Background: an optimization exercise with open tools, aiming at small area, a short achievable clock period and few clock cycles per item. Do not read the settings as production practice. Where RTL was checked, it was by simulation tests only, not by an equivalence proof against the original. For runs 5 to 7, only the layout was checked, not whether the RTL still works.

==> design/flow/design.v <==
module stripe_recover (
    input  wire         clk,
    input  wire         rst,
    input  wire         cfg_valid,
    output wire         cfg_ready,
    input  wire [4:0]   cfg_k,
    input  wire [1:0]   cfg_m,
    input  wire [18:0]  cfg_avail,
    input  wire         in_valid,
    output wire         in_ready,
    input  wire [151:0] in_data,
    output wire         out_valid,
    input  wire         out_ready,
    output wire         out_ok,
    output wire [127:0] out_data
);
    function [7:0] gf_mul;
        input [7:0] a;
        input [7:0] b;
        reg   [7:0] x, acc;
        integer     t;
        begin
            x   = a;
            acc = 8'h00;
            for (t = 0; t < 8; t = t + 1) begin
                if (b[t])
                    acc = acc ^ x;
                x = {x[6:0], 1'b0} ^ (x[7] ? 8'h1D : 8'h00);
            end
            gf_mul = acc;
        end
    endfunction
    function [7:0] gf_mulc;
        input [7:0] a;
        input integer e;
        reg   [7:0] x;
        integer     t;
        begin
            x = a;
            for (t = 0; t < e; t = t + 1)
                x = {x[6:0], 1'b0} ^ (x[7] ? 8'h1D : 8'h00);
            gf_mulc = x;
        end
    endfunction
    function [7:0] gf_zech;
        input [3:0] n;
        begin
            case (n)
            4'd0: gf_zech = 8'h00;
            4'd1: gf_zech = 8'h19;
            4'd2: gf_zech = 8'h32;
            4'd3: gf_zech = 8'hDF;
            4'd4: gf_zech = 8'h64;
            4'd5: gf_zech = 8'h8A;
            4'd6: gf_zech = 8'hBF;
            4'd7: gf_zech = 8'h70;
            4'd8: gf_zech = 8'hC8;
            4'd9: gf_zech = 8'h78;
            4'd10: gf_zech = 8'h15;
            4'd11: gf_zech = 8'hF5;
            4'd12: gf_zech = 8'h7F;
            4'd13: gf_zech = 8'h63;
            4'd14: gf_zech = 8'hE0;
            4'd15: gf_zech = 8'h21;
            default: gf_zech = 8'h00;
            endcase
        end
    endfunction
    function [7:0] gf_pw;
        input [4:0] n;
        begin
            case (n)
            5'd0: gf_pw = 8'h01;
            5'd1: gf_pw = 8'h02;
            5'd2: gf_pw = 8'h04;
            5'd3: gf_pw = 8'h08;
            5'd4: gf_pw = 8'h10;
            5'd5: gf_pw = 8'h20;
            5'd6: gf_pw = 8'h40;
            5'd7: gf_pw = 8'h80;
            5'd8: gf_pw = 8'h1D;
            5'd9: gf_pw = 8'h3A;
            5'd10: gf_pw = 8'h74;
            5'd11: gf_pw = 8'hE8;
            5'd12: gf_pw = 8'hCD;
            5'd13: gf_pw = 8'h87;
            5'd14: gf_pw = 8'h13;
            5'd15: gf_pw = 8'h26;
            5'd16: gf_pw = 8'h4C;
            5'd17: gf_pw = 8'h98;
            5'd18: gf_pw = 8'h2D;
            5'd19: gf_pw = 8'h5A;
            5'd20: gf_pw = 8'hB4;
            5'd21: gf_pw = 8'h75;
            5'd22: gf_pw = 8'hEA;
            5'd23: gf_pw = 8'hC9;
            5'd24: gf_pw = 8'h8F;
            5'd25: gf_pw = 8'h03;
            5'd26: gf_pw = 8'h06;
            5'd27: gf_pw = 8'h0C;
            5'd28: gf_pw = 8'h18;
            5'd29: gf_pw = 8'h30;
            5'd30: gf_pw = 8'h60;
            5'd31: gf_pw = 8'hC0;
            default: gf_pw = 8'h00;
            endcase
        end
    endfunction
    function [7:0] gf_p16;
        input [3:0] n;
        begin
            case (n)
            4'd0: gf_p16 = 8'h01;
            4'd1: gf_p16 = 8'h4C;
            4'd2: gf_p16 = 8'h9D;
            4'd3: gf_p16 = 8'h46;
            4'd4: gf_p16 = 8'h5F;
            4'd5: gf_p16 = 8'hFD;
            4'd6: gf_p16 = 8'hD9;
            4'd7: gf_p16 = 8'h81;
            4'd8: gf_p16 = 8'h85;
            4'd9: gf_p16 = 8'hA8;
            4'd10: gf_p16 = 8'hE6;
            4'd11: gf_p16 = 8'hE3;
            4'd12: gf_p16 = 8'h82;
            4'd13: gf_p16 = 8'h51;
            4'd14: gf_p16 = 8'h12;
            4'd15: gf_p16 = 8'h2C;
            default: gf_p16 = 8'h00;
            endcase
        end
    endfunction
    function [3:0] tadd;
        input [3:0] x;
        input [3:0] y;
        begin
            tadd[0] = x[0] | y[0];
            tadd[1] = x[1] | y[1] | (x[0] & y[0]);
            tadd[2] = x[2] | y[2] | (x[1] & y[0]) | (x[0] & y[1]);
            tadd[3] = x[3] | y[3] | (x[2] & y[0]) | (x[1] & y[1]) | (x[0] & y[2]);
        end
    endfunction
    function [7:0] add255;
        input [7:0] x;
        input [7:0] y;
        reg   [7:0] g, p, g1, p1, g2, p2, g3, p3, cin;
        integer     t;
        begin
            g = x & y;
            p = x ^ y;
            for (t = 0; t < 8; t = t + 1) begin
                g1[t] = (t >= 1) ? (g[t]  | (p[t]  & g[t-1]))  : g[t];
                p1[t] = (t >= 1) ? (p[t]  & p[t-1])             : p[t];
            end
            for (t = 0; t < 8; t = t + 1) begin
                g2[t] = (t >= 2) ? (g1[t] | (p1[t] & g1[t-2])) : g1[t];
                p2[t] = (t >= 2) ? (p1[t] & p1[t-2])            : p1[t];
            end
            for (t = 0; t < 8; t = t + 1) begin
                g3[t] = (t >= 4) ? (g2[t] | (p2[t] & g2[t-4])) : g2[t];
                p3[t] = (t >= 4) ? (p2[t] & p2[t-4])            : p2[t];
            end
            cin[0] = g3[7];
            for (t = 1; t < 8; t = t + 1)
                cin[t] = g3[t-1] | (p3[t-1] & g3[7]);
            add255 = p ^ cin;
        end
    endfunction
    function [7:0] add255_3;
        input [7:0] x;
        input [7:0] y;
        input [7:0] z;
        reg   [7:0] sm, cy;
        begin
            sm = x ^ y ^ z;
            cy = (x & y) | (x & z) | (y & z);
            add255_3 = add255(sm, {cy[6:0], cy[7]});
        end
    endfunction
    function [15:0] kmask;
        input [4:0] n;
        begin
            case (n)
            5'd0: kmask = 16'h0000;
            5'd1: kmask = 16'h0001;
            5'd2: kmask = 16'h0003;
            5'd3: kmask = 16'h0007;
            5'd4: kmask = 16'h000F;
            5'd5: kmask = 16'h001F;
            5'd6: kmask = 16'h003F;
            5'd7: kmask = 16'h007F;
            5'd8: kmask = 16'h00FF;
            5'd9: kmask = 16'h01FF;
            5'd10: kmask = 16'h03FF;
            5'd11: kmask = 16'h07FF;
            5'd12: kmask = 16'h0FFF;
            5'd13: kmask = 16'h1FFF;
            5'd14: kmask = 16'h3FFF;
            5'd15: kmask = 16'h7FFF;
            5'd16: kmask = 16'hFFFF;
            5'd17: kmask = 16'hFFFF;
            5'd18: kmask = 16'hFFFF;
            5'd19: kmask = 16'hFFFF;
            5'd20: kmask = 16'hFFFF;
            5'd21: kmask = 16'hFFFF;
            5'd22: kmask = 16'hFFFF;
            5'd23: kmask = 16'hFFFF;
            5'd24: kmask = 16'hFFFF;
            5'd25: kmask = 16'hFFFF;
            5'd26: kmask = 16'hFFFF;
            5'd27: kmask = 16'hFFFF;
            5'd28: kmask = 16'hFFFF;
            5'd29: kmask = 16'hFFFF;
            5'd30: kmask = 16'hFFFF;
            5'd31: kmask = 16'hFFFF;
            default: kmask = 16'hFFFF;
            endcase
        end
    endfunction
    function [7:0] gf_alog;
        input [7:0] n;
        reg   [7:0] x;
        begin
            x = gf_p16(n[7:4]);
            if (n[0]) x = gf_mulc(x, 1);
            if (n[1]) x = gf_mulc(x, 2);
            if (n[2]) x = gf_mulc(x, 4);
            if (n[3]) x = gf_mulc(x, 8);
            gf_alog = x;
        end
    endfunction
    reg [15:0] f_km;
    reg [2:0]  f_rp;
    always @(*) begin
        f_km = kmask(cfg_k);
        f_rp[0] = (cfg_m != 2'd0) && cfg_avail[16];
        f_rp[1] = cfg_m[1] && cfg_avail[17];
        f_rp[2] = (cfg_m == 2'd3) && cfg_avail[18];
    end
    reg [15:0] q_pm;            
    reg [15:0] q_er;            
    reg [2:0]  q_rp;            
    reg  v1, v2;                          
    wire ld2 = !v2 || out_ready;          
    wire ld  = !v1 || ld2;                
    reg  busy;                            
    assign cfg_ready = ld;
    assign in_ready  = ld && !busy;
    always @(posedge clk) begin
        if (rst)
            busy <= 1'b0;
        else
            busy <= cfg_valid && ld;
    end
    always @(posedge clk) begin
        if (cfg_valid && ld) begin
            q_pm <= cfg_avail[15:0] & f_km;
            q_er <= ~cfg_avail[15:0] & f_km;
            q_rp <= f_rp;
        end
    end
    reg [3:0]  g_pre [0:15];    
    reg [3:0]  g_p0, g_p1, g_p2;
    reg [3:0]  g_ne;
    reg [2:0]  g_nr;
    reg        g_fail;
    integer    fc, fl;
    always @(*) begin
        for (fc = 0; fc < 16; fc = fc + 1)
            g_pre[fc] = {3'b000, q_er[fc]};
        for (fl = 1; fl < 16; fl = fl * 2)
            for (fc = 15; fc >= 0; fc = fc - 1)
                if (fc >= fl)
                    g_pre[fc] = tadd(g_pre[fc], g_pre[fc - fl]);
        g_p0 = 4'd0;
        g_p1 = 4'd0;
        g_p2 = 4'd0;
        for (fc = 1; fc < 16; fc = fc + 1) begin
            if (q_er[fc] && !g_pre[fc-1][0])
                g_p0 = g_p0 | fc[3:0];
            if (q_er[fc] && g_pre[fc-1][0] && !g_pre[fc-1][1])
                g_p1 = g_p1 | fc[3:0];
            if (q_er[fc] && g_pre[fc-1][1] && !g_pre[fc-1][2])
                g_p2 = g_p2 | fc[3:0];
        end
        g_ne = g_pre[15];
        g_nr[0] = |q_rp;
        g_nr[1] = (q_rp[0] & q_rp[1]) | (q_rp[0] & q_rp[2]) | (q_rp[1] & q_rp[2]);
        g_nr[2] = &q_rp;
        g_fail = (g_ne[0] & !g_nr[0]) | (g_ne[1] & !g_nr[1]) | (g_ne[2] & !g_nr[2]) | g_ne[3];
    end
    reg [3:0]  q_p0, q_p1, q_p2;
    reg [2:0]  q_ne;
    reg        q_fail;
    always @(posedge clk) begin
        q_p0   <= g_p0;
        q_p1   <= g_p1;
        q_p2   <= g_p2;
        q_ne   <= g_ne[2:0];
        q_fail <= g_fail;
    end
    wire [1:0] r0   = q_rp[0] ? 2'd0 : (q_rp[1] ? 2'd1 : 2'd2);
    wire [1:0] r1   = (q_rp[0] && q_rp[1]) ? 2'd1 : 2'd2;
    wire [1:0] dd   = (q_rp[0] && !q_rp[1]) ? 2'd2 : 2'd1;   
    wire       e1   = g_ne[0] && !g_ne[1];
    wire       e2   = g_ne[1] && !g_ne[2];
    wire       e3   = g_ne[2];
    wire       fail = q_fail;
    wire [4:0] pa = {1'b0, g_p0};
    wire [4:0] pb = {1'b0, g_p1};
    wire [4:0] pc = {1'b0, g_p2};
    wire [3:0] dba = g_p1 - g_p0;
    wire [3:0] dca = g_p2 - g_p0;
    wire [3:0] dcb = g_p2 - g_p1;
    wire [7:0] z_u  = gf_zech(dba);
    wire [7:0] z_ba = (e2 && dd == 2'd2) ? {z_u[6:0], z_u[7]} : z_u;
    wire [7:0] z_ca = e3 ? gf_zech(dca) : 8'h00;
    wire [7:0] z_cb = e3 ? gf_zech(dcb) : 8'h00;
    wire [4:0] sab  = pa + pb;
    wire [1:0] rs0  = e1 ? r0 : (e2 ? r1 : 2'd2);
    wire [4:0] sm0  = (rs0 == 2'd0) ? 5'd0 : ((rs0 == 2'd1) ? pa : {pa[3:0], 1'b0});
    wire [4:0] sm1  = (e2 && r0 == 2'd0) ? ((dd == 2'd1) ? pa : {pa[3:0], 1'b0}) : sab;
    reg  [7:0] a_z0, a_z1, a_z2;
    reg  [4:0] a_sm0, a_sm1;
    always @(posedge clk) begin
        a_z0  <= e1 ? 8'h00 : z_ba;
        a_z1  <= z_ca;
        a_z2  <= z_cb;
        a_sm0 <= sm0;
        a_sm1 <= sm1;
    end
    wire [7:0] lk0  = add255_3({3'd0, a_sm0}, a_z0, a_z1);
    wire [7:0] lk1  = add255_3({3'd0, a_sm1}, a_z0, a_z2);
    wire [4:0] db  = (dd == 2'd2) ? {pb[3:0], 1'b0} : pb;
    wire [4:0] da  = (dd == 2'd2) ? {pa[3:0], 1'b0} : pa;
    wire       on00 = (e1 && r0 == 2'd0) || (e2 && r0 == 2'd0) || e3;
    wire       on10 = (e2 && r0 == 2'd0) || e3;
    wire       on01 = (e1 && r0 == 2'd1) || (e2 && (r0 == 2'd1 || r1 == 2'd1)) || e3;
    wire       on11 = (e2 && (r0 == 2'd1 || r1 == 2'd1)) || e3;
    wire [4:0] x00  = e3 ? (pb + pc) : (e2 ? db : 5'd0);
    wire [4:0] x10  = e3 ? (pa + pc) : da;
    wire [3:0] x01  = (e3 || (e2 && r0 == 2'd1)) ? g_p1 : 4'd0;
    wire [3:0] x11  = (e3 || (e2 && r0 == 2'd1)) ? g_p0 : 4'd0;
    wire [7:0] gcx  = e3 ? gf_pw({1'b0, g_p2}) : 8'h00;
    wire [7:0] b00  = on00 ? gf_pw(x00) : 8'h00;
    wire [7:0] b10  = on10 ? gf_pw(x10) : 8'h00;
    wire [7:0] b01  = on01 ? (gf_pw({1'b0, x01}) ^ gcx) : 8'h00;
    wire [7:0] b11  = on11 ? (gf_pw({1'b0, x11}) ^ gcx) : 8'h00;
    wire       b02  = (e1 && r0 == 2'd2) || (e2 && r1 == 2'd2) || e3;
    wire       b12  = (e2 && r1 == 2'd2) || e3;
    reg [7:0] c_b00, c_b01, c_b10, c_b11, c_k0, c_k1;
    reg       c_b02, c_b12;
    always @(posedge clk) begin
        c_b00 <= b00;
        c_b01 <= b01;
        c_b02 <= b02;
        c_b10 <= b10;
        c_b11 <= b11;
        c_b12 <= b12;
        c_k0  <= gf_alog(~lk0);
        c_k1  <= gf_alog(~lk1);
    end
    reg [127:0] md;             
    reg [7:0]   s0, s1, s2;     
    reg [127:0] f_md;
    reg [7:0]   f_s0, f_s1, f_s2;
    reg [7:0]   tq [0:15];
    reg [7:0]   tz [0:15];
    integer     sc;
    always @(*) begin
        for (sc = 0; sc < 16; sc = sc + 1) begin
            f_md[sc*8 +: 8] = in_data[sc*8 +: 8] & {8{q_pm[sc]}};
            tq[sc] = f_md[sc*8 +: 8];
            tz[sc] = f_md[sc*8 +: 8];
        end
        f_s0 = in_data[128 +: 8];
        for (sc = 0; sc < 16; sc = sc + 1)
            f_s0 = f_s0 ^ f_md[sc*8 +: 8];
        for (sc = 0; sc < 16; sc = sc + 2) begin
            tq[sc] = tq[sc] ^ gf_mulc(tq[sc + 1], 1);
            tz[sc] = tz[sc] ^ gf_mulc(tz[sc + 1], 2);
        end
        for (sc = 0; sc < 16; sc = sc + 4) begin
            tq[sc] = tq[sc] ^ gf_mulc(tq[sc + 2], 2);
            tz[sc] = tz[sc] ^ gf_mulc(tz[sc + 2], 4);
        end
        for (sc = 0; sc < 16; sc = sc + 8) begin
            tq[sc] = tq[sc] ^ gf_mulc(tq[sc + 4], 4);
            tz[sc] = tz[sc] ^ gf_mulc(tz[sc + 4], 8);
        end
        for (sc = 0; sc < 16; sc = sc + 16) begin
            tq[sc] = tq[sc] ^ gf_mulc(tq[sc + 8], 8);
            tz[sc] = tz[sc] ^ gf_mulc(tz[sc + 8], 16);
        end
        f_s1 = in_data[136 +: 8] ^ tq[0];
        f_s2 = in_data[144 +: 8] ^ tz[0];
    end
    always @(posedge clk) begin
        if (rst)
            v1 <= 1'b0;
        else if (ld)
            v1 <= in_valid && !busy;
        if (ld) begin
            md <= f_md;
            s0 <= f_s0;
            s1 <= f_s1;
            s2 <= f_s2;
        end
    end
    wire [7:0] t0 = gf_mul(c_b00, s0) ^ gf_mul(c_b01, s1) ^ (s2 & {8{c_b02}});
    wire [7:0] t1 = gf_mul(c_b10, s0) ^ gf_mul(c_b11, s1) ^ (s2 & {8{c_b12}});
    wire [7:0] x0 = gf_mul(c_k0, t0);
    wire [7:0] x1 = gf_mul(c_k1, t1);
    wire [7:0] x2 = s0 ^ x0 ^ x1;
    reg [127:0] f_out;
    integer     oc;
    always @(*) begin
        for (oc = 0; oc < 16; oc = oc + 1)
            f_out[oc*8 +: 8] = md[oc*8 +: 8] |
                               (x0 & {8{q_ne[0] && q_p0 == oc[3:0]}}) |
                               (x1 & {8{q_ne[1] && q_p1 == oc[3:0]}}) |
                               (x2 & {8{q_ne[2] && q_p2 == oc[3:0]}});
    end
    reg [127:0] r_out;
    reg         r_ok;
    always @(posedge clk) begin
        if (rst)
            v2 <= 1'b0;
        else if (ld2)
            v2 <= v1;
        if (ld2) begin
            r_out <= f_out;
            r_ok  <= !fail;
        end
    end
    assign out_valid = v2;
    assign out_ok    = r_ok;
    assign out_data  = r_out;
endmodule
==> design/flow/flow/run.sh <==
#!/bin/bash
set -euo pipefail
bash standard.sh SETUP_SLACK_MARGIN=8.0 finish > flow_make.log 2>&1
==> design/flow/standard.sh <==
#!/bin/bash
# synth_recipe.tcl (not shown) runs the flow's synth.tcl, then flattens the netlist and writes it again
# the make line also repeats each setting of config.mk as NAME=value (left out here)
make -C /OpenROAD-flow-scripts/flow DESIGN_CONFIG=/design/flow/config.mk WORK_HOME=/design/flow/orfs CLKGATE_MAP_FILE= SYNTH_SCRIPT=/design/flow/synth_recipe.tcl "${@:-finish}"
==> design/flow/config.mk <==
export PLATFORM = sky130hd
export DESIGN_NAME = stripe_recover
export DESIGN_NICKNAME = stripe_recover
export VERILOG_FILES = /design/flow/design.v
export SDC_FILE = /design/flow/constraint.sdc
export NUM_CORES = 4
export LEC_CHECK = 0
export CAP_MARGIN = 20
export CORE_MARGIN = 2
export CORE_UTILIZATION = 60
export SLEW_MARGIN = 20
==> design/flow/constraint.sdc <==
create_clock -name core_clock -period 14.0 [get_ports {clk}]
set_input_delay 2.8000 -clock core_clock [delete_from_list [all_inputs] [get_ports {clk}]]
set_output_delay 2.8000 -clock core_clock [all_outputs]
set_load 0.01 [all_outputs]
==> flow_summary.ini, run 1 <==
[sta]
hold_ws_ns = 0.453
rsz0062_at_grt = yes
relSlewSlack_pct = 22.1
tightest_slew_ns = 1.16
fin_skew_ns = 0.0682
finalCriticalPeriod_ns = 6.18
drv_slew = 0
fin_crit_sh_pct = 44.2
max_freq_mhz = 162
fin_tns_setup_ns = 0
hold_viol = 0
finalSetupViolCount = 0

[die]
row_count = 92
core_area_mm2 = 0.0629
die-area_mm2 = 0.0654
initial_core_util_pct = 60.5
io_pins = 315
chipHeight_um = 256
dieWidth_um = 256

[synth]
synth_area_mm2 = 0.0380
ys_ff_latch = 419
syn_inst = 4468
yosysWarnings = 4
synth_edf_count = 316
ys.flop_type = edfxtp_1
synth-seq-area-share_pct = 30.4
synthArstFlopShare_pct = 0
yosysUniqueCellTypes = 112
synth_nets = 4751
synth.avg_cell_area_um2 = 8.51

[placement]
dp_hpwl_um = 100000
dp.cells = 5428
gp_congestion = 0.994
io_buffers = 314

[global_route]
grt_pass1_vias = 31100
grt_usage_pct = 38.5
grt_max_degree = 89
grt_remaining_overflow = 0
grt_pass1_wl_um = 194000
antenna_found_initial = 6

[drt]
drt_first_pass_iters = 8
ant_nets = 0
num_vias = 34300
drtIter0Drc = 5526
vias_per_cell = 6.17
wl_per_cell_um = 23.7
drc = 0
finalWirelength_um = 131000

[critical_path]
r2r-start = c_b10[7]
worstPathCellList = buf_6, nor2b_4, buf_6, nand2_8, buf_6
worst_setup_path_start_kind = primary input
criticalPathCategory = in -> out
path_buf_inv = 3
critPathCapture = cfg_ready
rr_worst_depth = 17
cp.required_ns = 11.20
cp_max_fo = 2
cp_slowest_cell = buf_6
critPathTopFamily = buffers and inverters
cp.arrival_ns = 3.38
timing.critical_path.mode_cell = buf_6
cp.depth = 5
crit_path_max_incr_delay_ns = 0.16
r2r_end = r_out[90]
critPathCaptureType = output pin
reg2reg_slack_ns = 8.15
worstSetupStartpoint = out_ready

[cells_and_area]
final_common_cell = xnor2_1
n_fill_cell = 5107
final_cell_mix = xnor2_1 (824), nand2_1 (670), nor2_1 (351)
drive_above_1_share_pct = 7.34
num-nets-final = 4948
syn2layout_area_growth_pct = 16.3
layout.cells.non_filler = 5551

[worst_hold_path]
min_path_type = reg -> reg

[clock_network]
path_clk_slew_ns = 0.06
cts_sinks = 419
numCtsBuffers = 47
ctsHoldBuffers = 0
cts_tree = yes
root_buffer = clkbuf_16
htreeDepth = 2
clock_latency_ns = 0.64
clockBufferDepth = 3

[status]
status = no timing/DRC/antenna violations

[job]
max-cap-violations = 0
-- per-layer routing --
metal	global-route usage, %	wire length (µm)	vias up
li1	-	-	15700
met1	56.2	54400	16000
met2	56.5	55300	2214
met3	10.3	17900	302
met4	9.75	3810	0
met5	0	0	-
-- Yosys cell counts, types with 45 or more instances --
master,count,share of area (%)
xnor2_1,851,20
nand2_1,674,6.7
nor2_1,356,3.5
edfxtp_1,316,25
xor2_1,298,6.9
a21oi_1,242,3.2
inv_1,180,1.8
clkbuf_1,178,1.8
o21ai_0,150,2.0
dfxtp_1,103,5.4
o221ai_1,85,2.0
ha_1,82,2.7
o22ai_1,66,1.1
nor3_1,56,0.74
mux2i_1,51,1.3
nand3_1,51,0.67
buf_2,45,0.59
-- metrics by stage --
step	util (%)	setup slack [ns]	cell area [µm²]
after global placement	66.2	6.69	41600
after floorplan	-	7.72	38100
after detailed placement	66.3	6.67	41600
after CTS	69.4	7.84	43600
after global routing	70.3	7.78	44200
final	70.4	7.82	44200
-- worst register-to-register path: stages (launching register included) --
cell      delay, ns
dfxtp_1        0.67
xnor2_1        0.21
xnor2_1        0.63
nand2_1        0.15
xor2_1         0.20
xnor2_1        0.19
xnor2_1        0.10
xnor2_1        0.42
buf_2          0.32
nor2_1         0.08
xnor2_1        0.15
nor2_1         0.06
a21oi_1        0.19
xnor2_1        0.19
xnor2_4        0.58
xor2_1         0.23
xnor2_2        0.83
o221ai_1       0.36
-- kinds of logic after synthesis --
logic type,Yosys count,synth area share (%)
simple gates,1368,15.8
fa+ha+maj,113,3.99
flops,419,30.4
mux,66,1.98
compound gates,890,15.6
xor+xnor,1178,27.8
buf+inv,434,4.56
-- layout make-up --
cell class / instances / area (µm²) / share of cell area (%)
Multi-Input combinational cell: 3617 / 25400 / 57.5
Clock buffer: 50 / 1200 / 2.71
Antenna cell: 2 / 5.00 / 0.0113
Timing Repair Buffer: 399 / 3790 / 8.58
Inverter: 181 / 686 / 1.55
Clock inverter: 37 / 507 / 1.15
Tap cell: 846 / 1060 / 2.39
Sequential cell: 419 / 11600 / 26.1
-- how the worst min path moves through the flow --
| stage | from | to | cells past startpoint |
|---|---|---|---|
| floorplan | q_fail | r_ok | 1 |
| global placement | q_fail | r_ok | 1 |
| detailed placement | q_fail | r_ok | 1 |
| CTS | q_fail | r_ok | 1 |
| global route | q_fail | r_ok | 1 |
| finish | q_fail | r_ok | 1 |
-- flip-flops by register name, indices dropped and copies added, names as in the netlist, 16 cells and up --
signal and cells:
q_er 16, q_pm 16, r_out 128, md 128
-- timing repair --
action                                  CTS  global route
endpoints found under the hold margin     0             0
endpoints found under the setup margin   31           147
gates resized for setup                  43            66
setup buffers                             9            22
pin swaps                                 5            11
gates cloned                              2             0
Testbench counts, summed over its fixed seeds: cycles 6,544, items 6,144.
==> run 2, diff against run 1 <==
==> design/flow/flow/run.sh (replaced) <==
#!/bin/bash
set -euo pipefail
bash standard.sh SETUP_SLACK_MARGIN=8.0 "BUFFER_PORTS_ARGS=-buffer_cell sky130_fd_sc_hd__buf_1" finish > flow_make.log 2>&1
--- a/design/flow/config.mk
+++ b/design/flow/config.mk
@@ -7,5 +7,5 @@
 export LEC_CHECK = 0
 export CAP_MARGIN = 20
 export CORE_MARGIN = 2
-export CORE_UTILIZATION = 60
+export CORE_UTILIZATION = 40
 export SLEW_MARGIN = 20
==> run 2 against run 1 <==
Net effect:
- maximum frequency shrank 0.34%
- design area is 3.8% lower
- core utilization decreased by 25 points
- sequential cell count is the same
- count of clock-buffer cells in the layout increased by 5
- sequential share of layout area grew 1.0 points
- setup slack got worse by 0.021 ns
- cell count grew 7.5%
- critical path type unchanged
- largest cell class unchanged
==> flow_summary.ini, run 2 <==
[global_route]
grt_pass1_wl_um = 203000
grt_pass1_vias = 31100
grt_remaining_overflow = 0
antenna_found_initial = 5
grt_usage_pct = 27.4
grt_max_degree = 87

[worst_hold_path]
hold_end = r_ok
worstHoldPathCells = 1
min_from = q_fail
min_path_type = reg -> reg

[sta]
fin_tns_setup_ns = 0
fin_crit_sh_pct = 44.3
drv_slew = 0
tightest_slew_ns = 1.16
max_freq_mhz = 161
relSlewSlack_pct = 22.4
finalCriticalPeriod_ns = 6.21
rsz0062_at_grt = yes
finalSetupViolCount = 0
hold_viol = 0
fin_skew_ns = 0.0444

[drt]
finalWirelength_um = 139000
ant_nets = 0
wl_per_cell_um = 23.3
num_vias = 33700
drt_first_pass_iters = 8
vias_per_cell = 5.65
drc = 0
drtIter0Drc = 4196

[clock_network]
cts_tree = yes
cts_sinks = 419
htreeDepth = 2
clock_latency_ns = 0.63
numCtsBuffers = 47
clockBufferDepth = 3
ctsHoldBuffers = 0
root_buffer = clkbuf_16
path_clk_slew_ns = 0.06

[synth]
yosysUniqueCellTypes = 112
synth_common_cells = xnor2_1 (851), nand2_1 (674), nor2_1 (356), edfxtp_1 (316), xor2_1 (298)
synth_area_mm2 = 0.0380
synth_top_area_share_pct = 25.0
synth-seq-area-share_pct = 30.4
synthArstFlopShare_pct = 0
yosysMostFrequentCell = xnor2_1
synth_edf_count = 316
ys.flop_type = edfxtp_1
ys_ff_latch = 419
syn_inst = 4468
synthTopCellsByArea = edfxtp_1 (25%), xnor2_1 (20%), xor2_1 (6.9%)
yosysWarnings = 4
yosysTopAreaCell = edfxtp_1
synth_nets = 4751
synth.avg_cell_area_um2 = 8.51

[critical_path]
cp.arrival_ns = 3.41
cp.required_ns = 11.20
r2r-start = q_er[4]
critPathCaptureType = output pin
reg2reg_slack_ns = 8.22
criticalPathCategory = in -> out
r2r_end = c_b00[7]
cp_max_fo = 2
worst_setup_path_start_kind = primary input
rr_worst_depth = 21

[die]
dieWidth_um = 312
row_count = 113
io_pins = 315
chipHeight_um = 312
core_area_mm2 = 0.0946
die-area_mm2 = 0.0976
initial_core_util_pct = 40.2

[placement]
gp_congestion = 1.07
io_buffers = 314
dp.cells = 5850
dp_hpwl_um = 109000

[cells_and_area]
drive_above_1_share_pct = 6.70
layout.cells.non_filler = 5968
final_cell_mix = xnor2_1 (837), nand2_1 (671), nor2_1 (350)
syn2layout_area_growth_pct = 11.8
final_common_cell = xnor2_1
num-nets-final = 4945
reg_top3 = md (128), r_out (128)

[job]
max-cap-violations = 0

[status]
status = no timing/DRC/antenna violations
-- run 2: cell counts after synthesis --
Identical to the previous run, type by type.
-- run 2: area by class of cell --
class / instances / area (µm²)
fillers: 9317 / 52100
multi-input cells: 3617 / 25200
flip-flops and latches: 419 / 11600
repair buffers: 396 / 1840
well taps: 1265 / 1580
clock buffers: 55 / 1220
inverters: 181 / 686
clock inverters: 33 / 445
diodes: 2 / 5.00
-- run 2: logic make-up (layout without fill, tap and decap cells) --
kind of cell,after synthesis,in the layout,synth area share (%)
xor+xnor,1178,1178,27.8
mux,66,66,1.98
flops,419,419,30.4
simple gates,1368,1370,15.8
buf+inv,434,665,4.56
other cells,0,2,0
compound gates,890,890,15.6
fa+ha+maj,113,113,3.99
-- run 2: stage by stage --
step | setup slack (ns) | instance area (µm²) | util, % | hold slack, ns
after detailed placement | 7.40 | 40200 | 42.5 | 0.433
after CTS | 7.82 | 42100 | 44.5 | 0.437
final | 7.79 | 42500 | 45.0 | 0.439
after global routing | 7.77 | 42500 | 45.0 | 0.457
after floorplan | 7.72 | 38100 | - | 0.413
after global placement | 7.40 | 40200 | 42.5 | 0.415
-- run 2: worst max-delay path by stage --
stage	start	to	slack [ns]
2_1_floorplan	out_ready	cfg_ready	7.72
3_3_place_gp	out_ready	cfg_ready	7.40
3_5_place_dp	out_ready	cfg_ready	7.40
4_1_cts	out_ready	cfg_ready	7.82
5_1_grt	out_ready	cfg_ready	7.77
6_report	out_ready	cfg_ready	7.79
-- run 2: critical path: stages --
cell and delay [ns]:
buf_6 0.10, nor2b_4 0.15, buf_12 0.13, nand2_8 0.06, buf_6 0.16
-- run 2: routing by layer --
layer | track usage, % | up-vias | part of all wire, % | wire, µm
met5 | 0 | - | 0 | 0
met2 | 41.2 | 1886 | 43 | 59400
met1 | 39.1 | 15900 | 44 | 60600
li1 | - | 15700 | - | -
met3 | 6.20 | 266 | 11 | 14900
met4 | 7.62 | 0 | 3.1 | 4340
-- run 2: what timing repair did --
item / in CTS / in global routing
endpoints found under the setup margin: 41 / 120
hold endpoints to repair: 0 / 0
pin swaps: 2 / 5
buffers inserted: 11 / 13
cloned: 2 / 0
resized for setup: 19 / 53
==> run 3, diff against run 2 <==
==> design/flow/flow/run.sh (replaced) <==
#!/bin/bash
set -euo pipefail
bash standard.sh SETUP_SLACK_MARGIN=8.0 "BUFFER_PORTS_ARGS=-buffer_cell sky130_fd_sc_hd__buf_2" finish > flow_make.log 2>&1
==> run 3 against run 2 <==
Net effect:
- global-route usage increased by 0.26 points
- clock skew increased by 0.019 ns
- highest routed layer is now met5
==> flow_summary.ini, run 3 <==
[status]
status = no timing/DRC/antenna violations

[sta]
finalSetupViolCount = 0
relSlewSlack_pct = 19.1
tightest_slew_ns = 1.21
fin_crit_sh_pct = 44.4
hold_viol = 0
fin_skew_ns = 0.0629
rsz0062_at_grt = yes
finalCriticalPeriod_ns = 6.22
drv_slew = 0
fin_tns_setup_ns = 0
max_freq_mhz = 161

[synth]
synth_fa_ha_area_share_pct = 3.99
synth_top_area_share_pct = 25.0
synth_nets = 4751
synth_top_family_by_area = XOR/XNOR gates
yosysUniqueCellTypes = 112
synth-compound-area-share_pct = 15.6
yosysMostFrequentCell = xnor2_1
yosysWarnings = 4
synth_edf_count = 316
synth_mux_area_share_pct = 1.98
ys.flop_type = edfxtp_1
yosysTopAreaCell = edfxtp_1
synthArstFlopShare_pct = 0
syn_inst = 4468
synth_area_mm2 = 0.0380
synth_simple_gate_area_share_pct = 15.8
synth_xor_area_share_pct = 27.8
synth_common_cells = xnor2_1 (851), nand2_1 (674), nor2_1 (356), edfxtp_1 (316), xor2_1 (298)
synth.avg_cell_area_um2 = 8.51
ys_ff_latch = 419
synthTopCellsByArea = edfxtp_1 (25%), xnor2_1 (20%), xor2_1 (6.9%)
synth-seq-area-share_pct = 30.4

[drt]
ant_nets = 0
vias_per_cell = 5.69
finalWirelength_um = 141000
drt_first_pass_iters = 7
drtIter0Drc = 4299
wl_per_cell_um = 23.6
num_vias = 34000
drc = 0

[cells_and_area]
reg_top3 = md (128), r_out (128)
syn2layout_area_growth_pct = 13.1
num-nets-final = 4958
final_common_cell = xnor2_1
postLayoutCoreUtil_pct = 45.5
drive_above_1_share_pct = 13.6
final_cell_mix = xnor2_1 (839), nand2_1 (670), nor2_1 (350)
fin_area_mm2 = 0.0430
n_fill_cell = 9346
layout.cells.non_filler = 5981

[clock_network]
ctsHoldBuffers = 0
root_buffer = clkbuf_16
path_clk_slew_ns = 0.06
htreeDepth = 2
cts_tree = yes
clock_latency_ns = 0.65
numCtsBuffers = 49
cts_sinks = 419
clockBufferDepth = 3

[placement]
dp_hpwl_um = 109000
place_area_mm2 = 0.0406
dp.cells = 5848
gp_congestion = 1.08
io_buffers = 314

[critical_path]
rr_worst_depth = 20
critPathCaptureType = output pin
cp.arrival_ns = 3.42
cp_max_fo = 3
criticalPathCategory = in -> out
worst_setup_path_start_kind = primary input
cp.required_ns = 11.20

[global_route]
grt_pass1_vias = 31000
antenna_found_initial = 2
grt_pass1_wl_um = 204000
use_met3_pct = 6.03
grt_usage_pct = 27.6
grt.busiest_layer = met2
grt_max_degree = 90
gr-usage-met2_pct = 41.2
grt_remaining_overflow = 0
grtUsageMet1_pct = 39.8

[die]
io_pins = 315
row_count = 113
die-area_mm2 = 0.0976
core_area_mm2 = 0.0946
dieWidth_um = 312
initial_core_util_pct = 40.2
chipHeight_um = 312

[job]
max-cap-violations = 0

[worst_hold_path]
worstHoldPathCells = 1
min_path_type = reg -> reg
run 3: kinds of logic after synthesis:
kind of cell | count (synthesis)
and+or+nand+nor | 1368
xor gates and xnor gates | 1178
AOI/OAI and AO/OA | 890
buffers and inverters | 434
DFF | 419
adders and majority gates | 113
muxes | 66
run 3: stage by stage:
stage | hold WS [ns] | worst slack (ns)
6_report | 0.434 | 7.78
5_1_grt | 0.439 | 7.77
4_1_cts | 0.434 | 7.81
3_5_place_dp | 0.428 | 7.23
3_3_place_gp | 0.415 | 7.25
2_1_floorplan | 0.413 | 7.72
run 3: final cells by class:
| class | instances | area [µm²] | share of cell area, % |
|---|---|---|---|
| clock buffers | 58 | 1270 | 2.95 |
| flip-flops and latches | 419 | 11600 | 26.9 |
| diodes | 1 | 2.50 | 0.00582 |
| clock inverters | 33 | 418 | 0.972 |
| multi-input cells | 3617 | 25200 | 58.6 |
| repair buffers | 407 | 2300 | 5.34 |
| well taps | 1265 | 1580 | 3.68 |
| inverters | 181 | 689 | 1.60 |
run 3: metal layers:
layer | wire length (µm) | up-vias
met5 | 83 | -
met4 | 4480 | 4
met3 | 15000 | 288
met2 | 60600 | 1848
met1 | 60900 | 16200
li1 | - | 15700
run 3: critical path, cell delays in order:
cell     delay (ns)
buf_6          0.10
nor2b_4        0.16
buf_12         0.13
nand2_8        0.06
buf_6          0.16
run 3: path summary, 6_finish.rpt:
path	startpoint	to	slack, ns
worst max-delay path	out_ready	cfg_ready	7.78
worst max register to register	q_er[4]	c_b00[2]	8.25
worst min register to register	q_fail	r_ok	0.43
worst min-delay path	q_fail	r_ok	0.43
run 3: timing repair:
action | in CTS | in global routing
endpoints found under the setup margin | 37 | 116
gates cloned | 2 | 0
pin swaps | 2 | 7
setup buffers | 11 | 27
resized for setup | 17 | 53
==> run 4, diff against run 3 <==
==> design/flow/flow/run.sh (replaced) <==
#!/bin/bash
set -euo pipefail
bash standard.sh SETUP_SLACK_MARGIN=8.0 finish > flow_make.log 2>&1
==> run 4 against run 3 <==
Net effect:
- still clean on timing, DRC and antenna
- sequential share of layout area fell by 0.92 points
- count of clock-buffer cells in the layout decreased by 1
- register-to-register slack worse by 0.09 ns
- first-iteration DRC count increased by 11%
- worst hold slack better by 0.044 ns
- via count down 0.48%
- setup slack improved by 0.068 ns
- core utilization rose by 1.6 points
- non-clock buffer count shrank 14
- critical path type unchanged
==> flow_summary.ini, run 4 <==
[status]
status = no timing/DRC/antenna violations

[sta]
rsz0062_at_grt = yes
fin_crit_sh_pct = 43.9
max_freq_mhz = 163
finalCriticalPeriod_ns = 6.15
tightest_slew_ns = 1.21
relSlewSlack_pct = 18.7
hold_viol = 0
finalSetupViolCount = 0
fin_tns_setup_ns = 0
drv_slew = 0
fin_skew_ns = 0.0452

[global_route]
grt_pass1_vias = 30700
grt_remaining_overflow = 0
grt_usage_pct = 27.7
use_met3_pct = 4.67
gr-usage-met2_pct = 41.3
grt_max_degree = 82
grt_pass1_wl_um = 205000
antenna_found_initial = 3
grt.busiest_layer = met1
grtUsageMet1_pct = 41.4

[clock_network]
cts_tree = yes
clockBufferDepth = 3
numCtsBuffers = 48
path_clk_slew_ns = 0.07
clock_latency_ns = 0.63
htreeDepth = 2
root_buffer = clkbuf_16
cts_sinks = 419
ctsHoldBuffers = 0

[die]
row_count = 113
chipHeight_um = 312
core_area_mm2 = 0.0946
dieWidth_um = 312
io_pins = 315
initial_core_util_pct = 40.2
die-area_mm2 = 0.0976

[drt]
wl_per_cell_um = 23.7
finalWirelength_um = 141000
drtIter0Drc = 4759
ant_nets = 0
vias_per_cell = 5.68
num_vias = 33900
drc = 0
drt_first_pass_iters = 6

[placement]
io_buffers = 314
place_area_mm2 = 0.0422
dp_hpwl_um = 110000
gp_congestion = 1.07

[cells_and_area]
final_cell_mix = xnor2_1 (821), nand2_1 (668), nor2_1 (352)
num-nets-final = 4941
postLayoutCoreUtil_pct = 47.1
fin_area_mm2 = 0.0446
reg_top3 = md (128), r_out (128)
drive_above_1_share_pct = 7.23
syn2layout_area_growth_pct = 17.2
final_common_cell = xnor2_1

[synth]
synth_common_cells = xnor2_1 (851), nand2_1 (674), nor2_1 (356), edfxtp_1 (316), xor2_1 (298)
synth_top_area_share_pct = 25.0
synth_area_mm2 = 0.0380
yosysTopAreaCell = edfxtp_1
synth_nets = 4751
synth-seq-area-share_pct = 30.4
synthTopCellsByArea = edfxtp_1 (25%), xnor2_1 (20%), xor2_1 (6.9%)
ys.flop_type = edfxtp_1
synth_edf_count = 316
yosysWarnings = 4
ys_ff_latch = 419
synth.avg_cell_area_um2 = 8.51
syn_inst = 4468
yosysMostFrequentCell = xnor2_1
synthArstFlopShare_pct = 0
yosysUniqueCellTypes = 112

[critical_path]
cp.arrival_ns = 3.35
cp_slowest_cell = nor2b_4
worstPathCellList = buf_6, nor2b_4, nand2_8, buf_6
critPathCaptureType = output pin
worst_setup_path_start_kind = primary input
critPathTopFamily = simple AND/OR/NAND/NOR gates
crit_path_max_incr_delay_ns = 0.22
criticalPathCategory = in -> out
cp_max_fo = 4
cp.required_ns = 11.20
timing.critical_path.mode_cell = buf_6
path_buf_inv = 2

[job]
max-cap-violations = 0

[worst_hold_path]
min_path_type = reg -> reg
run 4: cell count changes in the layout (fill, tap and decap cells not counted), sizes merged:
cell / before / now
buf: 406 / 82
clkdlybuf4s50: 0 / 311
bufinv: 6 / 2
inv: 185 / 182
clkbuf: 59 / 57
nand2: 677 / 675
clkinv: 18 / 19
run 4: area by class of cell:
| class | instances | area (µm²) |
|---|---|---|
| Antenna cell | 1 | 2.50 |
| Clock buffer | 57 | 1230 |
| Clock inverter | 27 | 289 |
| Fill cell | 9144 | 50000 |
| Inverter | 181 | 686 |
| Multi-Input combinational cell | 3615 | 25500 |
| Sequential cell | 419 | 11600 |
| Tap cell | 1265 | 1580 |
| Timing Repair Buffer | 393 | 3730 |
run 4: metrics by stage:
| stage | hold slack (ns) | std cells | setup WS [ns] |
|---|---|---|---|
| 6_report | 0.478 | 5958 | 7.85 |
| 5_1_grt | 0.484 | 5958 | 7.84 |
| 4_1_cts | 0.476 | 5940 | 7.88 |
| 3_5_place_dp | 0.442 | 5851 | 6.99 |
| 3_3_place_gp | 0.417 | 5851 | 7.02 |
| 2_1_floorplan | 0.413 | 4468 | 7.72 |
run 4: kinds of logic after synthesis:
| kind of cell | after synthesis | synth area share (%) |
|---|---|---|
| adder cells (fa/ha/maj) | 113 | 3.99 |
| multiplexers | 66 | 1.98 |
| XOR/XNOR | 1178 | 27.8 |
| AO/OA/AOI/OAI | 890 | 15.6 |
| AND/OR/NAND/NOR | 1368 | 15.8 |
| buffers and inverters | 434 | 4.56 |
| flip-flops | 419 | 30.4 |
run 4: worst register-to-register path: stages, from the launching register on:
cell and delay, ns:
dfxtp_1 0.73, xor2_2 0.42, xor2_1 0.58, nand2_1 0.15, xnor2_1 0.19, xnor2_1 0.14
xnor2_1 0.42, xnor2_2 0.29, or3_1 0.37, a21oi_1 0.13, a21oi_1 0.08, xor2_1 0.19
xnor2_2 0.93, xor2_1 0.19, xnor2_1 0.17, buf_4 0.25, o21ai_0 0.35
run 4: layer usage:
layer | vias to the layer above | routed length [µm]
li1 | 15600 | -
met1 | 16100 | 61900
met2 | 1872 | 60300
met3 | 229 | 14900
met4 | 2 | 4010
met5 | - | 13
run 4: final timing paths:
path / start / cells past startpoint / to / slack (ns)
worst max-delay path: out_ready / 4 / cfg_ready / 7.85
worst min-delay path: q_fail / 1 / r_ok / 0.48
worst max register to register: c_b10[7] / 16 / r_out[4] / 8.16
worst min register to register: q_fail / 1 / r_ok / 0.48
run 4: repair_timing:
action                     CTS  global route
setup endpoints to repair   70            98
gates resized for setup     41            77
setup buffers                5            17
pin swaps                    2            17
==> run 5, diff against run 4 <==
--- a/design/flow/design.v
+++ b/design/flow/design.v
@@ -244,14 +244,23 @@
     wire ld2 = !v2 || out_ready;          
     wire ld  = !v1 || ld2;                
     reg  busy;                            
-    assign cfg_ready = ld;
-    assign in_ready  = ld && !busy;
     always @(posedge clk) begin
         if (rst)
             busy <= 1'b0;
         else
             busy <= cfg_valid && ld;
     end
+    wire n_v1   = !rst && (ld ? (in_valid && !busy) : v1);
+    wire n_v2   = !rst && (ld2 ? v1 : v2);
+    wire n_busy = !rst && cfg_valid && ld;
+    reg  r_nf, r_nb, r_nfb;
+    always @(posedge clk) begin
+        r_nf  <= !(n_v1 && n_v2);
+        r_nb  <= !n_busy;
+        r_nfb <= !(n_v1 && n_v2) && !n_busy;
+    end
+    assign cfg_ready = r_nf || out_ready;
+    assign in_ready  = r_nfb || (out_ready && r_nb);
     always @(posedge clk) begin
         if (cfg_valid && ld) begin
             q_pm <= cfg_avail[15:0] & f_km;
==> design/flow/flow/run.sh (replaced) <==
#!/bin/bash
set -euo pipefail
bash standard.sh SETUP_SLACK_MARGIN=8.0 "BUFFER_PORTS_ARGS=-buffer_cell sky130_fd_sc_hd__buf_1" finish > flow_make.log 2>&1
==> run 5 against run 4 <==
Net effect:
- synthesized area rose by 1.6%
- via count increased by 2.7%
- core utilization shrank 2.1 points
- count of clock-buffer cells in the layout rose by 6
- sequential cell count is 3 higher
- critical path depth fell by 1
- sequential share of layout area is 0.87 points higher
- die area up 1.6%
- wire length grew 1.4%
- critical endpoint unchanged
==> flow_summary.ini, run 5 <==
[drt]
drc = 0
drtIter0Drc = 4484
wl_per_cell_um = 23.6
finalWirelength_um = 143000
vias_per_cell = 5.74
num_vias = 34800
ant_nets = 0
drt_first_pass_iters = 8

[synth]
syn_inst = 4555
yosysWarnings = 4
synth_fa_ha_area_share_pct = 3.95
synth-seq-area-share_pct = 30.0
synth_mux_area_share_pct = 2.23
synth-compound-area-share_pct = 16.4
synth_area_mm2 = 0.0387
synth_top_area_share_pct = 24.5
synth_nets = 4838
synth.avg_cell_area_um2 = 8.49
synthArstFlopShare_pct = 0
ys.flop_type = edfxtp_1
synth_edf_count = 316
yosysMostFrequentCell = xnor2_1
synth_top_family_by_area = XOR/XNOR gates
synth_xor_area_share_pct = 27.1
synthTopCellsByArea = edfxtp_1 (25%), xnor2_1 (19%), xor2_1 (6.7%)
ys_ff_latch = 422
yosysUniqueCellTypes = 100
synth_common_cells = xnor2_1 (830), nand2_1 (649), nor2_1 (319), edfxtp_1 (316), xor2_1 (294)
synth_simple_gate_area_share_pct = 15.6
yosysTopAreaCell = edfxtp_1

[placement]
io_buffers = 314
dp_hpwl_um = 112000
gp_congestion = 1.00
dp.cells = 5937
place_ws_ns = 7.15

[sta]
fin_crit_sh_pct = 43.2
fin_skew_ns = 0.0595
fin_tns_setup_ns = 0
hold_viol = 0
drv_slew = 0
tightest_slew_ns = 1.18
finalSetupViolCount = 0
worst_slack_ns = 7.96
relSlewSlack_pct = 21.1
max_freq_mhz = 166
finalCriticalPeriod_ns = 6.04
rsz0062_at_grt = yes

[critical_path]
timing.critical_path.mode_cell = buf_6
cp_slowest_cell = or2_4
r2r-start = a_sm0[1]
worst_setup_path_start_kind = primary input
cp.required_ns = 11.20
rr_worst_depth = 19
cp.depth = 3
critPathCaptureType = output pin
criticalPathCategory = in -> out
worstPathCellList = buf_6, or2_4, buf_6
reg2reg_slack_ns = 8.19
worstSetupStartpoint = out_ready
critPathTopFamily = buffers and inverters
critPathCapture = cfg_ready
path_buf_inv = 2
crit_path_max_incr_delay_ns = 0.22
r2r_end = c_k0[4]
cp.arrival_ns = 3.24
cp_max_fo = 3

[die]
row_count = 114
dieWidth_um = 315
core_area_mm2 = 0.0963
initial_core_util_pct = 40.1
die-area_mm2 = 0.0991
chipHeight_um = 315
io_pins = 315

[global_route]
grt_pass1_vias = 31900
grt_remaining_overflow = 0
use_met3_pct = 6.32
grtUsageMet1_pct = 40.4
antenna_found_initial = 3
grt_max_degree = 87
grt_usage_pct = 27.7
grt.busiest_layer = met2
gr-usage-met2_pct = 40.9
grt_pass1_wl_um = 208000

[clock_network]
numCtsBuffers = 48
ctsHoldBuffers = 0
clock_latency_ns = 0.63
clockBufferDepth = 3
cts_sinks = 422
cts_tree = yes
path_clk_slew_ns = 0.06
root_buffer = clkbuf_16
htreeDepth = 2

[cells_and_area]
multiInputGateArea_mm2 = 0.0259
final_common_cell = xnor2_1
layout.cells.non_filler = 6060
syn2layout_area_growth_pct = 12.1
seqCellArea_mm2 = 0.0116
drive_above_1_share_pct = 6.96
num-nets-final = 5027
final_cell_mix = xnor2_1 (818), nand2_1 (647), nor2_1 (319)
n_fill_cell = 9515
reg_top3 = md (128), r_out (128)

[status]
status = no timing/DRC/antenna violations

[job]
max-cap-violations = 0

[worst_hold_path]
min_path_type = reg -> reg
==> run 5: worst min-delay path by stage <==
stage / start / end / slack, ns / depth (start not counted)
after floorplan: q_fail / r_ok / 0.41 / 1
after global placement: q_fail / r_ok / 0.41 / 1
after detailed placement: q_fail / r_ok / 0.43 / 1
after CTS: q_fail / r_ok / 0.44 / 1
after global routing: q_fail / r_ok / 0.44 / 1
final: q_fail / r_ok / 0.43 / 1
==> run 5: cell type report <==
| type | instances | share of cell area [%] |
|---|---|---|
| Tap cell | 1276 | 3.69 |
| Multi-Input combinational cell | 3675 | 59.9 |
| Antenna cell | 2 | 0.0116 |
| Sequential cell | 422 | 26.8 |
| Timing Repair Buffer | 407 | 4.41 |
| Inverter | 190 | 1.65 |
| Clock inverter | 25 | 0.612 |
| Clock buffer | 63 | 2.97 |
==> run 5: kinds of logic after synthesis <==
family / Yosys count
simple gates: 1364
buf+inv: 458
compound gates: 965
flops: 422
mux: 79
xor+xnor: 1153
fa+ha+maj: 114
==> run 5: what timing repair did <==
action / 4_1_cts / 5_1_grt
resized for setup: 23 / 79
hold endpoints to repair: 0 / 0
setup endpoints to repair: 52 / 105
buffers inserted: 5 / 27
pin swaps: 5 / 13
==> run 5: per-layer routing <==
layer / routed length [µm] / share of wire (%)
met5: 13 / 0.0091
met4: 4490 / 3.1
met3: 15300 / 11
met2: 60600 / 42
met1: 62600 / 44
==> run 5: through the flow <==
| stage | cell area (µm²) | hold slack, ns | util (%) |
|---|---|---|---|
| after detailed placement | 40900 | 0.434 | 42.5 |
| after floorplan | 38700 | 0.413 | - |
| after CTS | 42600 | 0.437 | 44.3 |
| final | 43300 | 0.434 | 45.0 |
| after global routing | 43300 | 0.440 | 45.0 |
| after global placement | 40900 | 0.414 | 42.5 |
==> run 6, diff against run 5 <==
--- a/design/flow/config.mk
+++ b/design/flow/config.mk
@@ -8,4 +8,5 @@
 export CAP_MARGIN = 20
 export CORE_MARGIN = 2
 export CORE_UTILIZATION = 40
+export CTS_BUF_LIST = sky130_fd_sc_hd__clkbuf_8
 export SLEW_MARGIN = 20
==> run 6 against run 5 <==
Net effect:
- still clean
- wire length grew 0.30%
- cell count up 0.83%
- worst hold slack worse by 0.0013 ns
- synthesized area is the same
- maximum frequency about the same
==> flow_summary.ini, run 6 <==
[status]
status = no timing/DRC/antenna violations

[synth]
synthTopCellsByArea = edfxtp_1 (25%), xnor2_1 (19%), xor2_1 (6.7%)
synth-seq-area-share_pct = 30.0
synth_nets = 4838
synth_edf_count = 316
synthArstFlopShare_pct = 0
synth_common_cells = xnor2_1 (830), nand2_1 (649), nor2_1 (319), edfxtp_1 (316), xor2_1 (294)
syn_inst = 4555
ys.flop_type = edfxtp_1
synth.avg_cell_area_um2 = 8.49
yosysWarnings = 4
yosysMostFrequentCell = xnor2_1
yosysTopAreaCell = edfxtp_1
yosysUniqueCellTypes = 100
synth_area_mm2 = 0.0387
ys_ff_latch = 422
synth_top_area_share_pct = 24.5

[clock_network]
htreeDepth = 3
clock_latency_ns = 0.71
cts_tree = yes
cts_sinks = 422
root_buffer = clkbuf_8
numCtsBuffers = 74
path_clk_slew_ns = 0.05
clockBufferDepth = 3

[die]
chipHeight_um = 315
dieWidth_um = 315
core_area_mm2 = 0.0963
io_pins = 315
row_count = 114
initial_core_util_pct = 40.1
die-area_mm2 = 0.0991

[drt]
drt_first_pass_iters = 9
vias_per_cell = 5.74
num_vias = 35100
finalWirelength_um = 143000
drtIter0Drc = 4133
ant_nets = 0
drc = 0
wl_per_cell_um = 23.5

[sta]
drv_slew = 0
finalSetupViolCount = 0
fin_crit_sh_pct = 43.2
max_freq_mhz = 165
finalCriticalPeriod_ns = 6.04
relSlewSlack_pct = 19.8
rsz0062_at_grt = yes
fin_skew_ns = 0.0486
hold_viol = 0
fin_tns_setup_ns = 0
tightest_slew_ns = 1.20

[global_route]
grt_pass1_wl_um = 208000
antenna_found_initial = 4
grt.busiest_layer = met2
grt_pass1_vias = 32200
grt_usage_pct = 27.8
grt_remaining_overflow = 0
use_met3_pct = 6.56
grt_max_degree = 87
gr-usage-met2_pct = 40.9
grtUsageMet1_pct = 40.1

[critical_path]
cp.required_ns = 11.20
r2r_end = c_k0[4]
timing.critical_path.mode_cell = buf_6
rr_worst_depth = 21
worst_setup_path_start_kind = primary input
cp.arrival_ns = 3.24
crit_path_max_incr_delay_ns = 0.22
worstPathCellList = buf_6, or2_4, buf_6
r2r-start = a_sm0[1]
reg2reg_slack_ns = 8.18
criticalPathCategory = in -> out
cp_max_fo = 3
cp_slowest_cell = or2_4
critPathCaptureType = output pin

[worst_hold_path]
min_from = q_fail
hold_end = r_ok
min_path_type = reg -> reg
worstHoldPathCells = 1

[placement]
gp_congestion = 1.00
io_buffers = 314
dp_hpwl_um = 112000
place_area_mm2 = 0.0409

[cells_and_area]
syn2layout_area_growth_pct = 12.2
n_fill_cell = 9528
num-nets-final = 5057
fin_area_mm2 = 0.0434
final_cell_mix = xnor2_1 (818), nand2_1 (648), nor2_1 (319)
drive_above_1_share_pct = 7.64
final_common_cell = xnor2_1
postLayoutCoreUtil_pct = 45.0
reg_top3 = md (128), r_out (128)

[job]
max-cap-violations = 0
## run 6: cell counts after synthesis
No cell type changed its count.
## run 6: kinds of logic after synthesis
family	after synthesis	share of synthesized area [%]
and+or+nand+nor	1364	15.6
DFF	422	30.0
buffers and inverters	458	4.62
xor gates and xnor gates	1153	27.1
muxes	79	2.23
AOI/OAI and AO/OA	965	16.4
adders and majority gates	114	3.95
## run 6: final cells by class
type / count / area, µm² / share of cell area (%)
Multi-Input combinational cell: 3675 / 25900 / 59.8
Sequential cell: 422 / 11600 / 26.8
Timing Repair Buffer: 411 / 1950 / 4.49
Tap cell: 1276 / 1600 / 3.68
Clock buffer: 82 / 1130 / 2.60
Inverter: 190 / 716 / 1.65
Clock inverter: 52 / 405 / 0.935
Antenna cell: 2 / 5.00 / 0.0115
## run 6: critical path, delay by kind of cell
family / cells / cell delay [ns]
buffers and inverters: 2 / 0.22
and+or+nand+nor: 1 / 0.22
## run 6: worst max-delay path by stage
| stage | startpoint | end | depth (start not counted) |
|---|---|---|---|
| detailed placement | a_z0[1] | c_k0[4] | 20 |
| floorplan | a_z0[1] | c_k0[4] | 23 |
| global route | out_ready | cfg_ready | 3 |
| finish | out_ready | cfg_ready | 3 |
| CTS | a_z0[2] | c_k0[4] | 21 |
| global placement | a_z0[1] | c_k0[4] | 20 |
## run 6: layer usage
metal	vias to the layer above	wire length (µm)
met4	4	4470
li1	16200	-
met3	271	15600
met2	1906	60700
met5	-	102
met1	16700	62600
## run 6: stage by stage
| step | hold slack (ns) | cells | worst slack, ns |
|---|---|---|---|
| after floorplan | 0.413 | 4555 | 8.09 |
| after global placement | 0.414 | 5937 | 7.30 |
| after detailed placement | 0.434 | 5937 | 7.15 |
| after CTS | 0.435 | 6074 | 7.85 |
| after global routing | 0.439 | 6110 | 7.95 |
| final | 0.432 | 6110 | 7.96 |
## run 6: what timing repair did
action,CTS,global route
hold endpoints to repair,0,0
pin swaps,4,12
endpoints found under the setup margin,53,101
hold buffers,0,0
gates resized for setup,24,81
setup buffers,3,34
==> run 7, diff against run 6 <==
--- a/design/flow/config.mk
+++ b/design/flow/config.mk
@@ -8,5 +8,5 @@
 export CAP_MARGIN = 20
 export CORE_MARGIN = 2
 export CORE_UTILIZATION = 40
-export CTS_BUF_LIST = sky130_fd_sc_hd__clkbuf_8
+export CTS_BUF_LIST = sky130_fd_sc_hd__clkbuf_4
 export SLEW_MARGIN = 20
==> run 7 against run 6 <==
Net effect:
- still clean on timing, DRC and antenna
- global-route usage barely moved
- die area did not move
- via count rose by 0.86%
- design area fell by 0.50%
- maximum frequency barely moved
- critical path type unchanged
- largest cell class unchanged
==> flow_summary.ini, run 7 <==
[drt]
drc = 0
route.met2.wl_um = 61100
met1_length_um = 61600
wl_per_cell_um = 23.3
ant_nets = 0
drt_first_pass_iters = 6
met3WireLength_um = 16500
dr.max_layer_used = met5
drtIter0Drc = 4356
num_vias = 35400
vias_per_cell = 5.74
finalWirelength_um = 144000

[clock_network]
cts_tree = yes
clockBufferDepth = 3
ctsHoldBuffers = 0
clock_latency_ns = 0.93
root_buffer = clkbuf_4
path_clk_slew_ns = 0.06
numCtsBuffers = 110
cts_sinks = 422
htreeDepth = 3

[global_route]
antenna_found_initial = 6
grt_pass1_wl_um = 208000
grt_usage_pct = 27.8
grt_max_degree = 87
grt_pass1_vias = 32500
grt_remaining_overflow = 0

[cells_and_area]
final_cell_mix = xnor2_1 (819), nand2_1 (647), nor2_1 (319)
drive_above_1_share_pct = 8.72
num-nets-final = 5090
n_fill_cell = 9617
reg_top3 = md (128), r_out (128)
syn2layout_area_growth_pct = 11.6
final_common_cell = xnor2_1

[sta]
fin_crit_sh_pct = 43.2
rsz0062_at_grt = yes
finalSetupViolCount = 0
finalCriticalPeriod_ns = 6.04
relSlewSlack_pct = 24.0
fin_skew_ns = 0.0892
tightest_slew_ns = 1.13
worst_slack_ns = 7.96
drv_slew = 0
fin_tns_setup_ns = 0
hold_viol = 0
max_freq_mhz = 165
hold_ws_ns = 0.436

[job]
max-cap-violations = 0

[synth]
yosysUniqueCellTypes = 100
syn_inst = 4555
synth-seq-area-share_pct = 30.0
yosysTopAreaCell = edfxtp_1
yosysWarnings = 4
synth.avg_cell_area_um2 = 8.49
synth_top_area_share_pct = 24.5
synthTopCellsByArea = edfxtp_1 (25%), xnor2_1 (19%), xor2_1 (6.7%)
synthArstFlopShare_pct = 0
ys_ff_latch = 422
synth_edf_count = 316
ys.flop_type = edfxtp_1
synth_common_cells = xnor2_1 (830), nand2_1 (649), nor2_1 (319), edfxtp_1 (316), xor2_1 (294)
synth_nets = 4838
yosysMostFrequentCell = xnor2_1
synth_area_mm2 = 0.0387

[critical_path]
cp.required_ns = 11.20
r2r-start = a_z0[1]
cp_slowest_cell = or2_4
r2r_end = c_k0[4]
critPathTopFamily = buffers and inverters
path_buf_inv = 2
rr_worst_depth = 21
critPathCaptureType = output pin
timing.critical_path.mode_cell = buf_6
reg2reg_slack_ns = 8.11
cp_max_fo = 3
criticalPathCategory = in -> out
cp.arrival_ns = 3.24
crit_path_max_incr_delay_ns = 0.22
worst_setup_path_start_kind = primary input
worstPathCellList = buf_6, or2_4, buf_6

[worst_hold_path]
min_from = q_fail
min_path_type = reg -> reg
hold_end = r_ok
worstHoldPathCells = 1

[die]
core_area_mm2 = 0.0963
io_pins = 315
row_count = 114
die-area_mm2 = 0.0991
initial_core_util_pct = 40.1
chipHeight_um = 315
dieWidth_um = 315

[placement]
gp_congestion = 1.00
place_ws_ns = 7.15
dp_hpwl_um = 112000
io_buffers = 314

[status]
status = no timing/DRC/antenna violations
run 7: repair_timing:
item                       CTS  global route
pin swaps                    5            14
gates resized for setup     32            71
gates cloned                 0             0
setup buffers                5            29
setup endpoints to repair   53            99
run 7: final cells by class:
class,instances,area (µm²),share of cell area (%)
multi-input combinational,3675,25900,60.1
inverter,190,716,1.66
clock inverter,44,253,0.586
antenna,3,7.51,0.0174
sequential,422,11600,26.9
timing repair buffer,408,1920,4.45
tap,1276,1600,3.70
clock buffer,148,1110,2.58
run 7: kinds of logic (layout without fill, tap and decap cells):
| family | Yosys count | after routing | share of synthesized area (%) |
|---|---|---|---|
| adders and majority gates | 114 | 114 | 3.95 |
| other | 0 | 3 | 0 |
| AOI/OAI and AO/OA | 965 | 965 | 16.4 |
| xor gates and xnor gates | 1153 | 1153 | 27.1 |
| and+or+nand+nor | 1364 | 1364 | 15.6 |
| DFF | 422 | 422 | 30.0 |
| buffers and inverters | 458 | 790 | 4.62 |
| muxes | 79 | 79 | 2.23 |
run 7: how the worst max path moves through the flow:
stage                     startpoint         to  depth (start not counted)
final                      out_ready  cfg_ready                          3
after global routing         a_z0[1]    c_k0[4]                         21
after CTS                    a_z0[2]    c_k0[4]                         21
after detailed placement     a_z0[1]    c_k0[4]                         20
after global placement       a_z0[1]    c_k0[4]                         20
after floorplan              a_z0[1]    c_k0[4]                         23
run 7: metal layers:
metal,vias up,global-route usage (%)
li1,16300,-
met1,16800,40.2
met2,1975,40.9
met3,284,6.64
met4,6,8.30
met5,-,0
run 7: through the flow:
step | area [µm²] | util (%) | cells
floorplan | 38700 | - | 4555
global placement | 40900 | 42.5 | 5937
detailed placement | 40900 | 42.5 | 5937
CTS | 42500 | 44.1 | 6134
global route | 43100 | 44.8 | 6165
finish | 43100 | 44.8 | 6166

[re-timing with driven ports]
No port has a modelled driver above. Below, the same layouts with a new extraction and two added sets of constraints.
Step 1 (the two cells are an assumption about what drives the block):
set clk [get_ports {clk}]
set_driving_cell -lib_cell sky130_fd_sc_hd__clkbuf_16 $clk
set_driving_cell -lib_cell sky130_fd_sc_hd__buf_2 [delete_from_list [all_inputs] $clk]
Step 2 also shifts input and output timing later by t, the mid clock arrival at the registers, as if the neighbouring blocks saw the same clock.
Three values: no drivers, after step 1, after step 2; two values: the first two.
run	t (ns)	setup WS [ns]	clock arrival spread, ns
run 1	0.680	7.815 / 7.780 / 7.446	0.073 / 0.072
run 2	0.669	7.794 / 7.763 / 7.580	0.048 / 0.048
run 3	0.681	7.785 / 7.742 / 7.575	0.063 / 0.063
run 4	0.685	7.853 / 7.818 / 7.475	0.047 / 0.047
run 5	0.672	7.958 / 7.925 / 7.573	0.064 / 0.063
run 6	0.748	7.956 / 7.924 / 7.451	0.049 / 0.048
run 7	0.954	7.958 / 7.925 / 7.385	0.096 / 0.096
After both steps every run listed still meets setup and hold. The setup slack of run 7, which loses most, moves by -0.033 ns with the drivers and by -0.573 ns with both steps.
